Source: an optimization exercise on an open RTL-to-GDS flow (aim: small area). Production flows keep margins and buffers that such runs may drop.
Only simulation tests tie the RTL to the original design; equivalence was not proved.
No activity file was given, so power comes from the tool's default toggle rates.

==> inputs of xenon <==
// ps_channel
module ps_channel (
    input  wire        clk,
    input  wire        rst,
    input  wire        a_in,
    input  wire        b_in,
    input  wire        z_in,
    input  wire [7:0]  cfg_filt,
    input  wire        cfg_mode,       
    input  wire        cfg_inv,
    input  wire [1:0]  cfg_z_mode,
    input  wire        cfg_z_inv,
    input  wire        cfg_home_req,
    input  wire [23:0] cfg_cpr_m1,
    input  wire [7:0]  cfg_still,      
    input  wire [23:0] cfg_z_tol,
    input  wire        cmd_set_pos,
    input  wire [23:0] preset_pos,
    input  wire [31:0] preset_rev,
    input  wire        cmd_arm_z,
    input  wire        cmp_wr,
    input  wire        cmp_wr_en,
    input  wire        cmp_wr_repeat,
    input  wire [1:0]  cmp_wr_cdir,
    input  wire [23:0] cmp_wr_value,
    input  wire        snap,
    output reg  [23:0] pos,
    output reg  [31:0] rev,
    output reg         dir,            
    output reg         homed,
    output wire        moving,
    output wire [4:0]  cond,           
    output reg  [23:0] zcap,
    output wire [31:0] zerr,
    output reg         cmp_en,
    output reg         cmp_fire,
    output reg         cmp_fire_dir,
    output reg  [47:0] cmp_time,
    output reg         cmd_err,
    output wire        snap_valid,
    output reg  [23:0] snap_pos,
    output reg  [31:0] snap_rev,
    output reg         snap_dir,
    output reg         snap_homed,
    output reg         snap_moving,
    output wire [31:0] snap_speed,     
    output wire [31:0] snap_rpm,       
    output wire        snap_range
);
    localparam [25:0] DS_SEED = 26'h0000001;
  ...
export LEC_CHECK = 0
export ABC_AREA = 1
export CAP_MARGIN = 20
export CORE_MARGIN = 2
export CORE_UTILIZATION = 60
export CTS_BUF_LIST = sky130_fd_sc_hd__clkbuf_8
export CTS_CLUSTER_DIAMETER = 50
export CTS_CLUSTER_SIZE = 20
export GPL_TIMING_DRIVEN = 0
export SETUP_SLACK_MARGIN = 0.3
export SLEW_MARGIN = 20
create_clock -name core_clock -period 20.0 [get_ports {clk}]
standard.sh (not shown) runs the stock make flow with config.mk's settings and CLKGATE_MAP_FILE= SYNTH_SCRIPT=/design/flow/synth_recipe.tcl, a recipe that flattens the netlist after the stock synthesis.
==> flow/flow/run.sh <==
#!/bin/bash
# The standard layout (the standard.sh, standard synthesis unchanged) with
# three ORFS settings changed:
#  - every input and output port is still buffered, with the smallest buffer
#    cell (sky130_fd_sc_hd__buf_1) instead of the one buffer_ports picks;
#  - the buffers ABC inserted are removed at floorplan (REMOVE_ABC_BUFFERS),
#    and repair_design re-buffers only where slew or capacitance need it;
#  - global placement is not timing-driven (no extra placement buffers).
set -euo pipefail
bash standard.sh \
  "BUFFER_PORTS_ARGS=-buffer_cell sky130_fd_sc_hd__buf_1" \
  REMOVE_ABC_BUFFERS=1 \
  GPL_TIMING_DRIVEN=0 \
  finish > standard_flow.log 2>&1
==> inputs of fjord, as changes to xenon <==
--- a/flow/design.v
+++ b/flow/design.v
@@ -74,13 +74,13 @@
 endmodule
 module ps_divider (
     input  wire        clk,
     input  wire        rst,
     input  wire        start,       
     input  wire        zero_in,     
-    input  wire        neg_in,      
+    input  wire        neg,         
     input  wire [26:0] d_in,        
     input  wire [23:0] cpr_m1,
     output reg         valid,
     output wire [31:0] speed,
     output wire [31:0] rpm,
     output wire        range
@@ -89,13 +89,13 @@
     reg         busy;
     reg  [1:0]  ph;
     reg  [5:0]  cnt;
     reg  [39:0] q;
     reg  [26:0] rem;
     reg  [30:0] v;
-    reg         brw, seen, sat_s, sat_r, zero, neg;
+    reg         brw, seen, sat_s, sat_r, zero;
     wire        divm  = !ph[0];                        
     wire        last  = ph[1] && !ph[0] ? (cnt == 6'd41) : (cnt == 6'd39);
     wire        ge40  = cnt[5] && cnt[3];              
     wire        lo31  = !cnt[5] && (cnt[4:0] != 5'd31);  
     wire        lo9   = (cnt[5:3] == 3'd0) || (cnt == 6'd8);   
     wire        lo11  = lo9 || (cnt == 6'd9) || (cnt == 6'd10);  
@@ -148,13 +148,12 @@
         else      q <= {tbit, q[39:1]};
         brw  <= divm ? 1'b0 : brw_n;
         seen <= divm ? 1'b0 : (seen || mbit);
         if (start) begin
             v     <= {4'd0, d_in};
             zero  <= zero_in;
-            neg   <= neg_in;
             sat_s <= 1'b0;
             sat_r <= 1'b0;
         end else if (busy) begin
             if (ph == 2'd1 && lo31) v <= {nbit, v[30:1]};
             if (ph == 2'd0 && lo9)  sat_s <= sat_s || qbit;
             if (ph == 2'd2 && lo11) sat_r <= sat_r || qbit;
@@ -215,19 +214,14 @@
     localparam [25:0] DS_SEED = 26'h0000001;
     localparam [25:0] DS_LAST = 26'h2B87031;
     wire [23:0] m = cfg_cpr_m1;
     wire [7:0]  f = cfg_filt;
     reg  [47:0] ts;
     wire [47:0] ts_inc;
-    wire [7:0]  f_neg;
-    ps_inc #(.W(48)) u_ts  (.a(ts), .ci(1'b1), .y(ts_inc), .co());
-    ps_inc #(.W(8))  u_fng (.a(~f), .ci(1'b1), .y(f_neg), .co());
-    always @(posedge clk) begin
-        if (rst) ts <= {{40{|f}}, f_neg};
-        else     ts <= ts_inc;
-    end
+    ps_inc #(.W(48)) u_ts  (.a(rst ? {40'hFF_FFFF_FFFF, ~f} : ts), .ci(1'b1), .y(ts_inc), .co());
+    always @(posedge clk) ts <= ts_inc;
     reg [1:0] a_sync, b_sync, z_sync;
     always @(posedge clk) begin
         if (rst) begin
             a_sync <= 2'b00;
             b_sync <= 2'b00;
             z_sync <= 2'b00;
@@ -413,13 +407,13 @@
     end
     assign cond = {rev_wrap, cfg_home_req & ~homed, z_mismatch, z_missing, dir_setup};
     reg  [26:0] since;
     reg  [26:0] per_n;
     reg         h_ne;          
     reg         h_full;        
-    reg         last_up;
+    wire        last_up = !dir;    
     wire [26:0] since_inc;
     ps_inc #(.W(27)) u_since (.a(ev ? {19'd0, f} : since), .ci(1'b1), .y(since_inc), .co());
     wire [26:0] period_n;                                    
     ps_add #(.W(27)) u_per (.a(since), .b(~{19'd0, f}), .ci(1'b1), .s(period_n), .co());
     wire [7:0]  s = cfg_still;
     wire [11:0] s15, s9;
@@ -441,13 +435,12 @@
                 per_n  <= period_n;
                 h_full <= 1'b1;
             end else begin
                 h_full <= 1'b0;
             end
             h_ne    <= 1'b1;
-            last_up <= up;
         end else if (still_hit) begin
             h_ne   <= 1'b0;
             h_full <= 1'b0;
         end
     end
     wire since_gt;                                           
@@ -460,10 +453,10 @@
             snap_homed  <= homed;
             snap_moving <= h_ne && !still_hit;
         end
     end
     ps_divider u_div (
         .clk(clk), .rst(rst), .start(snap && !rst),
-        .zero_in(!h_full || still_hit), .neg_in(!last_up),
+        .zero_in(!h_full || still_hit), .neg(snap_dir),
         .d_in(since_gt ? since : per_n), .cpr_m1(m),
         .valid(snap_valid), .speed(snap_speed), .rpm(snap_rpm), .range(snap_range));
 endmodule
==> flow/run.sh (new file) <==
#!/bin/bash
# synth_recipe.tcl (not shown) runs the flow's synth.tcl, then flattens the netlist and writes it again
# the make line also repeats each setting of config.mk as NAME=value (left out here)
make -C /OpenROAD-flow-scripts/flow DESIGN_CONFIG=/design/flow/config.mk WORK_HOME=/design/flow/orfs CLKGATE_MAP_FILE= SYNTH_SCRIPT=/design/flow/synth_recipe.tcl finish
==> flow/config.mk (replaced) <==
export PLATFORM = sky130hd
export DESIGN_NAME = ps_channel
export DESIGN_NICKNAME = ps_channel
export VERILOG_FILES = /design/flow/design.v
export SDC_FILE = /design/flow/constraint.sdc
export NUM_CORES = 4
export LEC_CHECK = 0
export ABC_AREA = 1
export CAP_MARGIN = 5
export CORE_MARGIN = 2
export CORE_UTILIZATION = 72
export CTS_BUF_LIST = sky130_fd_sc_hd__clkbuf_8
export CTS_CLUSTER_DIAMETER = 50
export CTS_CLUSTER_SIZE = 20
export GPL_TIMING_DRIVEN = 0
export SLEW_MARGIN = 5
removed: flow/flow/run.sh
removed: flow/standard.sh
==> inputs of ember, as changes to xenon <==
--- a/flow/design.v
+++ b/flow/design.v
@@ -74,13 +74,13 @@
 endmodule
 module ps_divider (
     input  wire        clk,
     input  wire        rst,
     input  wire        start,       
     input  wire        zero_in,     
-    input  wire        neg_in,      
+    input  wire        neg,         
     input  wire [26:0] d_in,        
     input  wire [23:0] cpr_m1,
     output reg         valid,
     output wire [31:0] speed,
     output wire [31:0] rpm,
     output wire        range
@@ -89,13 +89,13 @@
     reg         busy;
     reg  [1:0]  ph;
     reg  [5:0]  cnt;
     reg  [39:0] q;
     reg  [26:0] rem;
     reg  [30:0] v;
-    reg         brw, seen, sat_s, sat_r, zero, neg;
+    reg         brw, seen, sat_s, sat_r, zero;
     wire        divm  = !ph[0];                        
     wire        last  = ph[1] && !ph[0] ? (cnt == 6'd41) : (cnt == 6'd39);
     wire        ge40  = cnt[5] && cnt[3];              
     wire        lo31  = !cnt[5] && (cnt[4:0] != 5'd31);  
     wire        lo9   = (cnt[5:3] == 3'd0) || (cnt == 6'd8);   
     wire        lo11  = lo9 || (cnt == 6'd9) || (cnt == 6'd10);  
@@ -148,13 +148,12 @@
         else      q <= {tbit, q[39:1]};
         brw  <= divm ? 1'b0 : brw_n;
         seen <= divm ? 1'b0 : (seen || mbit);
         if (start) begin
             v     <= {4'd0, d_in};
             zero  <= zero_in;
-            neg   <= neg_in;
             sat_s <= 1'b0;
             sat_r <= 1'b0;
         end else if (busy) begin
             if (ph == 2'd1 && lo31) v <= {nbit, v[30:1]};
             if (ph == 2'd0 && lo9)  sat_s <= sat_s || qbit;
             if (ph == 2'd2 && lo11) sat_r <= sat_r || qbit;
@@ -215,19 +214,14 @@
     localparam [25:0] DS_SEED = 26'h0000001;
     localparam [25:0] DS_LAST = 26'h2B87031;
     wire [23:0] m = cfg_cpr_m1;
     wire [7:0]  f = cfg_filt;
     reg  [47:0] ts;
     wire [47:0] ts_inc;
-    wire [7:0]  f_neg;
-    ps_inc #(.W(48)) u_ts  (.a(ts), .ci(1'b1), .y(ts_inc), .co());
-    ps_inc #(.W(8))  u_fng (.a(~f), .ci(1'b1), .y(f_neg), .co());
-    always @(posedge clk) begin
-        if (rst) ts <= {{40{|f}}, f_neg};
-        else     ts <= ts_inc;
-    end
+    ps_inc #(.W(48)) u_ts  (.a(rst ? {40'hFF_FFFF_FFFF, ~f} : ts), .ci(1'b1), .y(ts_inc), .co());
+    always @(posedge clk) ts <= ts_inc;
     reg [1:0] a_sync, b_sync, z_sync;
     always @(posedge clk) begin
         if (rst) begin
             a_sync <= 2'b00;
             b_sync <= 2'b00;
             z_sync <= 2'b00;
@@ -413,13 +407,13 @@
     end
     assign cond = {rev_wrap, cfg_home_req & ~homed, z_mismatch, z_missing, dir_setup};
     reg  [26:0] since;
     reg  [26:0] per_n;
     reg         h_ne;          
     reg         h_full;        
-    reg         last_up;
+    wire        last_up = !dir;    
     wire [26:0] since_inc;
     ps_inc #(.W(27)) u_since (.a(ev ? {19'd0, f} : since), .ci(1'b1), .y(since_inc), .co());
     wire [26:0] period_n;                                    
     ps_add #(.W(27)) u_per (.a(since), .b(~{19'd0, f}), .ci(1'b1), .s(period_n), .co());
     wire [7:0]  s = cfg_still;
     wire [11:0] s15, s9;
@@ -441,13 +435,12 @@
                 per_n  <= period_n;
                 h_full <= 1'b1;
             end else begin
                 h_full <= 1'b0;
             end
             h_ne    <= 1'b1;
-            last_up <= up;
         end else if (still_hit) begin
             h_ne   <= 1'b0;
             h_full <= 1'b0;
         end
     end
     wire since_gt;                                           
@@ -460,10 +453,10 @@
             snap_homed  <= homed;
             snap_moving <= h_ne && !still_hit;
         end
     end
     ps_divider u_div (
         .clk(clk), .rst(rst), .start(snap && !rst),
-        .zero_in(!h_full || still_hit), .neg_in(!last_up),
+        .zero_in(!h_full || still_hit), .neg(snap_dir),
         .d_in(since_gt ? since : per_n), .cpr_m1(m),
         .valid(snap_valid), .speed(snap_speed), .rpm(snap_rpm), .range(snap_range));
 endmodule
==> flow/config.mk (replaced) <==
export PLATFORM = sky130hd
export DESIGN_NAME = ps_channel
export DESIGN_NICKNAME = ps_channel
export VERILOG_FILES = /design/flow/design.v
export SDC_FILE = /design/flow/constraint.sdc
export NUM_CORES = 4
export LEC_CHECK = 0
export ABC_AREA = 1
export CAP_MARGIN = 5
export CORE_MARGIN = 2
export CORE_UTILIZATION = 67
export CTS_BUF_LIST = sky130_fd_sc_hd__clkbuf_8
export CTS_CLUSTER_DIAMETER = 50
export CTS_CLUSTER_SIZE = 20
export GPL_TIMING_DRIVEN = 0
export SLEW_MARGIN = 5
==> results by group <==
Detailed routing
  – Via count normalized by instance count: 5.320
  – Total length of routed met2 wires: just under 40000 um
  – 1st-pass router iterations: 8
  – WL final: 85720 um

Floorplanning
  – Initial cell density of the core: about three fifths

STA
  – Normalized max-slew margin: 32.02%

Outcome
  – Status: complete, no violations

Cells and area
  – Area of the multi-input gates: 15860 sq um
  – Final standard cell area without fillers: 35860 sq um

CTS
  – TritonCTS buffer count: 59

Synthesis
  – Share of synthesized cell area in full adder, half adder and majority cells: 17.16%
  – Cell area after synthesis: 31450 sq um

Power
  – Clk power: 0.877 mW
  – Logic gate share of total power: 24.2%
  – Power dissipated in combinational cells: approximately 0.71 mW

Placed design
  – Placed Area: 33690 sq um
(the above is from xenon)
==> results by group <==
Detailed routing
  – WL final: around 87000 um
  – Via count normalized by instance count: 5.610
  – Total length of routed met2 wires: 40570 um

Cells and area
  – Area of the multi-input gates: 15200 sq um

STA
  – Normalized max-slew margin: between 10% and 20%

Floorplanning
  – Initial cell density of the core: 68.00%

Outcome
  – Status: complete, no violations

CTS
  – TritonCTS buffer count: 49

Placed design
  – Placed Area: roughly 33000 sq um

Power
  – Clk power: between 0.7 and 0.8 mW
  – Power dissipated in combinational cells: 0.702 mW
  – Logic gate share of total power: ~25%
(the above is from ember)
==> results by group <==
Outcome
  – Status: complete, no violations

Synthesis
  – Cell area after synthesis: 30860 sq um

Cells and area
  – Area of the multi-input gates: between 15000 and 20000 sq um
  – Final standard cell area without fillers: approximately 38000 sq um

Power
  – Clk power: 0.740 mW
  – Power dissipated in combinational cells: 0.797 mW

Floorplanning
  – Initial cell density of the core: 73.24%

Detailed routing
  – WL final: 102700 um
(the above is from fjord)

separate check: timing with driven ports:
The results above use ideal ports. As a check the final layouts listed here were re-extracted and re-timed, cells and wires unchanged.
Step 1 assumes that a clkbuf_16 drives the clock port and a buf_2 every other input.
Step 2 times the ports against the registers' clock, not the clock port: input delays grow and output delays shrink by t, the midpoint of the rising clock arrivals with the driver on.
a / b / c = ideal / step 1 / step 2; a / b = the first two.
| run | t, ns | setup slack, ns | latest minus earliest clock arrival (ns) | worst register clock-pin slew, ns | worst slew at a driven data input, ns |
|---|---|---|---|---|---|
| xenon | 0.766 | 1.224 / 1.274 / 0.508 | 0.047 / 0.048 | 0.12 / 0.12 | 0.15 |
| fjord | 0.759 | 0.721 / 0.747 / -0.012 | 0.053 / 0.054 | 0.12 / 0.12 | 0.12 |
| ember | 0.726 | 0.938 / 0.930 / 0.204 | 0.038 / 0.039 | 0.12 / 0.12 | 0.14 |
Met with ideal ports but missed after step 2: setup timing in fjord. The setup slack of ember, which loses most, moves by -0.008 ns with the drivers and by -0.734 ns with both steps.
